This is an optimization exercise on Yosys and OpenROAD, whose aim is a short achievable clock period and few clock cycles per item, not a production implementation. The RTL was checked by simulation tests, not by an equivalence proof against the original design. No activity file was given, so power comes from the tool's default toggle rates.

==> inputs of 09-12 <==
// filt_chain
module filt_chain (
    input  wire        clk,
    input  wire        rst,
    input  wire        restart,
    input  wire [1:0]  cfg_nstage,    
    input  wire [43:0] cfg_len,       
    input  wire [43:0] cfg_dec,       
    input  wire [19:0] cfg_shift,     
    input  wire        cfg_trunc,     
    input  wire        in_valid,
    output wire        in_ready,
    input  wire [31:0] in_data,
    input  wire        in_missing,
    input  wire        in_invalid,
    input  wire        in_simulated,
    output reg         out_valid,
    output reg  [31:0] out_data,
    output reg         out_sat,
    output reg         out_missing,
    output reg         out_invalid,
    output reg         out_simulated,
    output wire        mem_rd_en,
    output wire [11:0] mem_rd_addr,
    input  wire [35:0] mem_rd_data,
    output wire        mem_wr_en,
    output wire [11:0] mem_wr_addr,
    output wire [35:0] mem_wr_data
);
export LEC_CHECK = 0
export CAP_MARGIN = 20
export CORE_MARGIN = 2
export CORE_UTILIZATION = 60
export PLACE_DENSITY = 0.7
export SLEW_MARGIN = 20
create_clock -name core_clock -period 13.0 [get_ports {clk}]
standard.sh (not shown) runs the stock make flow with config.mk's settings and CLKGATE_MAP_FILE= SYNTH_SCRIPT=/design/flow/synth_recipe.tcl, a recipe that flattens the netlist after the stock synthesis.
==> flow/flow/run.sh <==
#!/bin/bash
set -uo pipefail
RES=orfs/results/${FLOW_PLATFORM}/filt_chain/base
KNOBS="SETUP_SLACK_MARGIN=8.8 TNS_END_PERCENT=10"

antennas() {
    printf 'read_db %s\nputs "ANTENNAS [check_antennas]"\n' "$RES/6_final.odb" > check_antennas.tcl
    openroad -no_init -exit check_antennas.tcl > "check_antennas_$1.log" 2>&1
    sed -n 's/^ANTENNAS \([0-9]*\)$/\1/p' "check_antennas_$1.log" | tail -1
}

bash standard.sh $KNOBS finish > standard_flow_1.log 2>&1
n=$(antennas 1)
if [[ "$n" != "0" ]]; then
    mv orfs orfs_try1
    rm -f out/final.def
    bash standard.sh $KNOBS PLACE_DENSITY=0.72 finish > standard_flow_2.log 2>&1
fi
test -f out/final.def
==> 07-20: changes against 09-12 <==
--- a/flow/design.v
+++ b/flow/design.v
@@ -5,11 +5,11 @@
     input  wire [10:0] lm1,
     input  wire [4:0]  sh,
     input  wire [43:0] rnd,
     input  wire        mm,         
     input  wire        last,       
-    input  wire [35:0] rd_data,    
+    input  wire [35:0] rd_q,       
     input  wire        v0,
     input  wire [31:0] x0,
     input  wire [3:0]  f0,         
     input  wire [3:0]  tg0,        
     output wire        ov_next,    
@@ -34,16 +34,16 @@
             else if (v0) age[q] <= an;
     end endgenerate
     always @(posedge clk)
         if (kill) fill <= 11'd0;
         else if (v0 && init0) fill <= fill + 11'd1;
-    reg        v1, v2;
-    reg [31:0] x1;
-    reg [3:0]  fw1, fw2;
-    reg [3:0]  tg1, tg2;
-    reg        init1;
-    reg [31:0] tap1;
+    reg        v1, v2, v3, v4;
+    reg [31:0] x1, x2;
+    reg [3:0]  fw1, fw2, fw3, fw4;
+    reg [3:0]  tg1, tg2, tg3, tg4;
+    reg        init1, init2;
+    reg [31:0] tap1, tap2;
     generate if (FLOP) begin : g_win
         reg [127:0]       sel;       
         reg [128*32-1:0]  sr;
         integer j;
         always @(posedge clk) begin
@@ -53,49 +53,53 @@
                 for (j = 0; j < 127; j = j + 1)
                     sr[j*32 +: 32] <= sel[j] ? x0 : sr[(j+1)*32 +: 32];
                 sr[127*32 +: 32] <= x0;
             end
             tap1 <= sr[31:0];
+            tap2 <= tap1;
         end
     end else begin : g_nowin
-        always @(posedge clk) tap1 <= 32'd0;
+        always @(posedge clk) begin
+            tap1 <= 32'd0;
+            tap2 <= 32'd0;
+        end
     end endgenerate
     always @(posedge clk) begin
         v1 <= v0 & ~kill;
+        v2 <= v1 & ~kill;
         x1 <= x0;  fw1 <= fw;  tg1 <= tg0;  init1 <= init0;
-    end
-    wire [31:0] old = init1 ? 32'd0 : (mm ? rd_data[31:0] : tap1);
-    reg  [32:0] d2;
-    always @(posedge clk) begin
-        v2  <= v1 & ~kill;
-        tg2 <= tg1;  fw2 <= fw1;
-        d2  <= {x1[31], x1} - {old[31], old};
+        x2 <= x1;  fw2 <= fw1; tg2 <= tg1;  init2 <= init1;
+    end
+    wire [31:0] old = init2 ? 32'd0 : (mm ? rd_q[31:0] : tap2);
+    wire [32:0] d   = {x2[31], x2} - {old[31], old};
+    reg [32:0] d3;
+    always @(posedge clk) begin
+        v3  <= v2 & ~kill;
+        d3  <= d;  fw3 <= fw2;  tg3 <= tg2;
     end
     reg signed [43:0] acc;        
-    reg        v3;
-    reg [3:0]  fw3, tg3;
-    always @(posedge clk) begin
-        v3  <= v2 & ~kill;
-        tg3 <= tg2;  fw3 <= fw2;
+    always @(posedge clk) begin
+        v4  <= v3 & ~kill;
+        tg4 <= tg3;  fw4 <= fw3;
         if (kill)
             acc <= rnd;
-        else if (v2)
-            acc <= acc + {{11{d2[32]}}, d2};
+        else if (v3)
+            acc <= acc + {{11{d3[32]}}, d3};
     end
     wire signed [43:0] s = acc >>> sh;
     wire sat_hi = ~s[43] & (|s[42:31]);
     wire sat_lo =  s[43] & ~(&s[42:31]);
     assign y_next  = sat_hi ? 32'h7FFF_FFFF : sat_lo ? 32'h8000_0000 : s[31:0];
-    assign yf_next = {fw3[3:1], fw3[0] | sat_hi | sat_lo};
-    wire outs = v3 & tg3[0] & ~kill;
+    assign yf_next = {fw4[3:1], fw4[0] | sat_hi | sat_lo};
+    wire outs = v4 & tg4[0] & ~kill;
     assign ov_next = outs & last;
     assign nv_next = outs & ~last;
     always @(posedge clk) begin
         vo  <= nv_next;
         yo  <= y_next;
         fo  <= yf_next;
-        tgo <= {1'b0, tg3[3:1]};
+        tgo <= {1'b0, tg4[3:1]};
     end
 endmodule
 module filt_chain (
     input  wire        clk,
     input  wire        rst,
@@ -170,21 +174,21 @@
             pc[3] <= o[2] ? (o[3] ? 11'd0 : pce3 + 11'd1) : pce3;
         end else if (rs_q) begin
             pc[0] <= 11'd0; pc[1] <= 11'd0; pc[2] <= 11'd0; pc[3] <= 11'd0;
         end
     end
-    reg [12:0] rsv1, rsv2, rsv3;
-    wire [12:0] busy = rsv1 | rsv2 | rsv3;
+    reg [15:0] rsv1, rsv2, rsv3;
+    wire [15:0] busy = rsv1 | rsv2 | rsv3;
     always @(posedge clk) begin
         if (rs_in) begin
-            rsv1 <= 13'd0; rsv2 <= 13'd0; rsv3 <= 13'd0;
+            rsv1 <= 16'd0; rsv2 <= 16'd0; rsv3 <= 16'd0;
             in_ready_q <= 1'b1;
         end else begin
-            rsv1 <= {1'b0, rsv1[12:1]} | {8'd0, accept & o[0] & mm_q[1], 4'd0};
-            rsv2 <= {1'b0, rsv2[12:1]} | {4'd0, accept & o[1] & mm_q[2], 8'd0};
-            rsv3 <= {1'b0, rsv3[12:1]} | {accept & o[2] & mm_q[3], 12'd0};
-            in_ready_q <= ~(busy[2] | (mm_q[1] & busy[6]) | (mm_q[2] & busy[10]));
+            rsv1 <= {1'b0, rsv1[15:1]} | {10'd0, accept & o[0] & mm_q[1], 5'd0};
+            rsv2 <= {1'b0, rsv2[15:1]} | {5'd0, accept & o[1] & mm_q[2], 10'd0};
+            rsv3 <= {1'b0, rsv3[15:1]} | {accept & o[2] & mm_q[3], 15'd0};
+            in_ready_q <= ~(busy[2] | (mm_q[1] & busy[7]) | (mm_q[2] & busy[12]));
         end
     end
     reg        v0_1;
     reg [31:0] x0_1;
     reg [3:0]  f0_1, tg0_1;
@@ -192,29 +196,31 @@
         v0_1  <= accept;
         x0_1  <= in_data;
         f0_1  <= {in_simulated, in_invalid, in_missing, 1'b0};
         tg0_1 <= o;
     end
+    reg [35:0] rd_q;
+    always @(posedge clk) rd_q <= mem_rd_data;
     wire        ov   [0:3];
     wire [31:0] yn   [0:3];
     wire [3:0]  yfn  [0:3];
     wire        nvn  [0:3];
     wire        vo   [0:3];
     wire [31:0] yo   [0:3];
     wire [3:0]  fo   [0:3];
     wire [3:0]  tgo  [0:3];
     fc_stage #(.FLOP(0)) st0 (
         .clk(clk), .kill(rs_q), .len(len_q[0]), .lm1(lm1_q[0]), .sh(sh_q[0]),
-        .rnd(rnd_q[0]), .mm(1'b1), .last(last_q[0]), .rd_data(mem_rd_data),
+        .rnd(rnd_q[0]), .mm(1'b1), .last(last_q[0]), .rd_q(rd_q),
         .v0(v0_1), .x0(x0_1), .f0(f0_1), .tg0(tg0_1),
         .ov_next(ov[0]), .y_next(yn[0]), .yf_next(yfn[0]), .nv_next(nvn[0]),
         .vo(vo[0]), .yo(yo[0]), .fo(fo[0]), .tgo(tgo[0]));
     genvar g;
     generate for (g = 1; g < 4; g = g + 1) begin : g_st
         fc_stage #(.FLOP(1)) st (
             .clk(clk), .kill(rs_q), .len(len_q[g]), .lm1(lm1_q[g]), .sh(sh_q[g]),
-            .rnd(rnd_q[g]), .mm(mm_q[g]), .last(last_q[g]), .rd_data(mem_rd_data),
+            .rnd(rnd_q[g]), .mm(mm_q[g]), .last(last_q[g]), .rd_q(rd_q),
             .v0(vo[g-1]), .x0(yo[g-1]), .f0(fo[g-1]), .tg0(tgo[g-1]),
             .ov_next(ov[g]), .y_next(yn[g]), .yf_next(yfn[g]), .nv_next(nvn[g]),
             .vo(vo[g]), .yo(yo[g]), .fo(fo[g]), .tgo(tgo[g]));
     end endgenerate
     reg  [9:0]  ptr [0:3];
==> flow/flow/run.sh (replaced) <==
#!/bin/bash
set -euo pipefail
bash standard.sh SETUP_SLACK_MARGIN=8.5 TNS_END_PERCENT=10 finish > standard_flow.log 2>&1
Settings changed: CORE_UTILIZATION 60 to 40, PLACE_DENSITY 0.7 to 0.6.
==> notes <==
07-20 ran to the end with violations: antenna rules. 09-12 completed with no timing, DRC or antenna violations. Between 07-20 and 09-12, the lower setup slack is in 07-20 (gap 160 ps). Global-route usage: 07-20 is lower than 09-12 (9.4 points). Sequential power: 09-12 is smaller than 07-20 (about 2%). Against 07-20, the clock skew of 09-12 is lower by 19 ps. In 07-20 the power is higher than in 09-12, by about 2.3%. In 09-12 the final cell count is smaller than in 07-20, by 13%. Between 07-20 and 09-12, the lower sequential share of layout area is in 07-20 (gap 0.57 points). Between 09-12 and 07-20, the lower routed wire length is in 07-20 (gap 0.80%, measured against 07-20). Of 09-12 and 07-20, 07-20 has the higher sequential cell count (gap 296). Hold slack: 07-20 is worse than 09-12 (13 ps).
==> figures <==
Clock-cell share of area: 09-12 6.99%; 07-20 7.27%
Critical R2R Capture: 09-12 out_data[8]$_DFF_P_; 07-20 mdata_q[12]$_DFF_P_
Total cell area at the placement stage: 09-12 621000 um2; 07-20 636000 um2
Wire length on met3: 09-12 92.0 mm; 07-20 59.9 mm
Element type at the critical path start: 09-12 input pin; 07-20 flip-flop
Ratio of total power to cell area: 09-12 153 nW/um2; 07-20 153 nW/um2
Share of the final layout cell area in multi-input gates: 09-12 27.9%; 07-20 27.1%
Multi-Input Combinational: 09-12 19400; 07-20 19300
Insertion delay to the later sink of the worst-skew pair: 09-12 1290 ps; 07-20 1380 ps
Min setup slack post-route: 09-12 8480 ps; 07-20 8320 ps
WL final: 09-12 1380 mm; 07-20 1370 mm
Placed wire-length estimate after detailed placement: 09-12 818 mm; 07-20 818 mm
Total GRT Usage: 09-12 26.5%; 07-20 17.2%
Post-CTS setup buffer count: 09-12 73; 07-20 0
First-pass GRT wire length: 09-12 2070 mm; 07-20 2070 mm
Synthesized-area fraction occupied by adder cells: 09-12 1.22%; 07-20 1.21%
Area share of and/or/nand/nor cells after synthesis: 09-12 2.56%; 07-20 2.50%
Seq pwr: 09-12 51.3 mW; 07-20 52.1 mW
Depth of the critical timing path with buffers and inverters included: 09-12 15; 07-20 1
DR WL/cell: 09-12 27.1 um; 07-20 23.5 um
Status: 09-12 no timing/DRC/antenna violations; 07-20 complete, but fails checks
Reasons for failing layout checks: 09-12 -; 07-20 antenna rules
Layout cell share with drive strength beyond 1: 09-12 42.7%; 07-20 41.8%
Testbench counts of 09-12, summed over its fixed seeds: cycles 119,755, items 118,615.
Testbench counts of 07-20, summed over its fixed seeds: cycles 119,992, items 118,615.

afterwards: timing with drivers on the ports:
How much do the figures lean on ideal ports? The routed layouts below were timed once more, with nothing changed but the port constraints. Step 1 assumes that a clkbuf_16 drives the clock port and a buf_2 every other input. Step 2 moves the port delays by t, midway between the first and last clock arrival at a register: inputs arrive t later, outputs are due t later. That takes back most of the time a late clock gives input paths. a / b / c = ideal / step 1 / step 2; a / b = the first two.
run	shift t [ns]	setup WS [ns]	hold WS [ns]	worst setup path after step 2	worst data-port slew with drivers (ns)
09-12	1.389	8.481 / 8.411 / 7.192	0.268 / 0.268 / 0.268	input to register	0.32
07-20	1.465	8.316 / 8.150 / 7.254	0.256 / 0.256 / 0.256	input to register	0.45
For 09-12, which loses most, drivers alone change the setup slack by -0.070 ns; drivers and shift together by -1.289 ns.
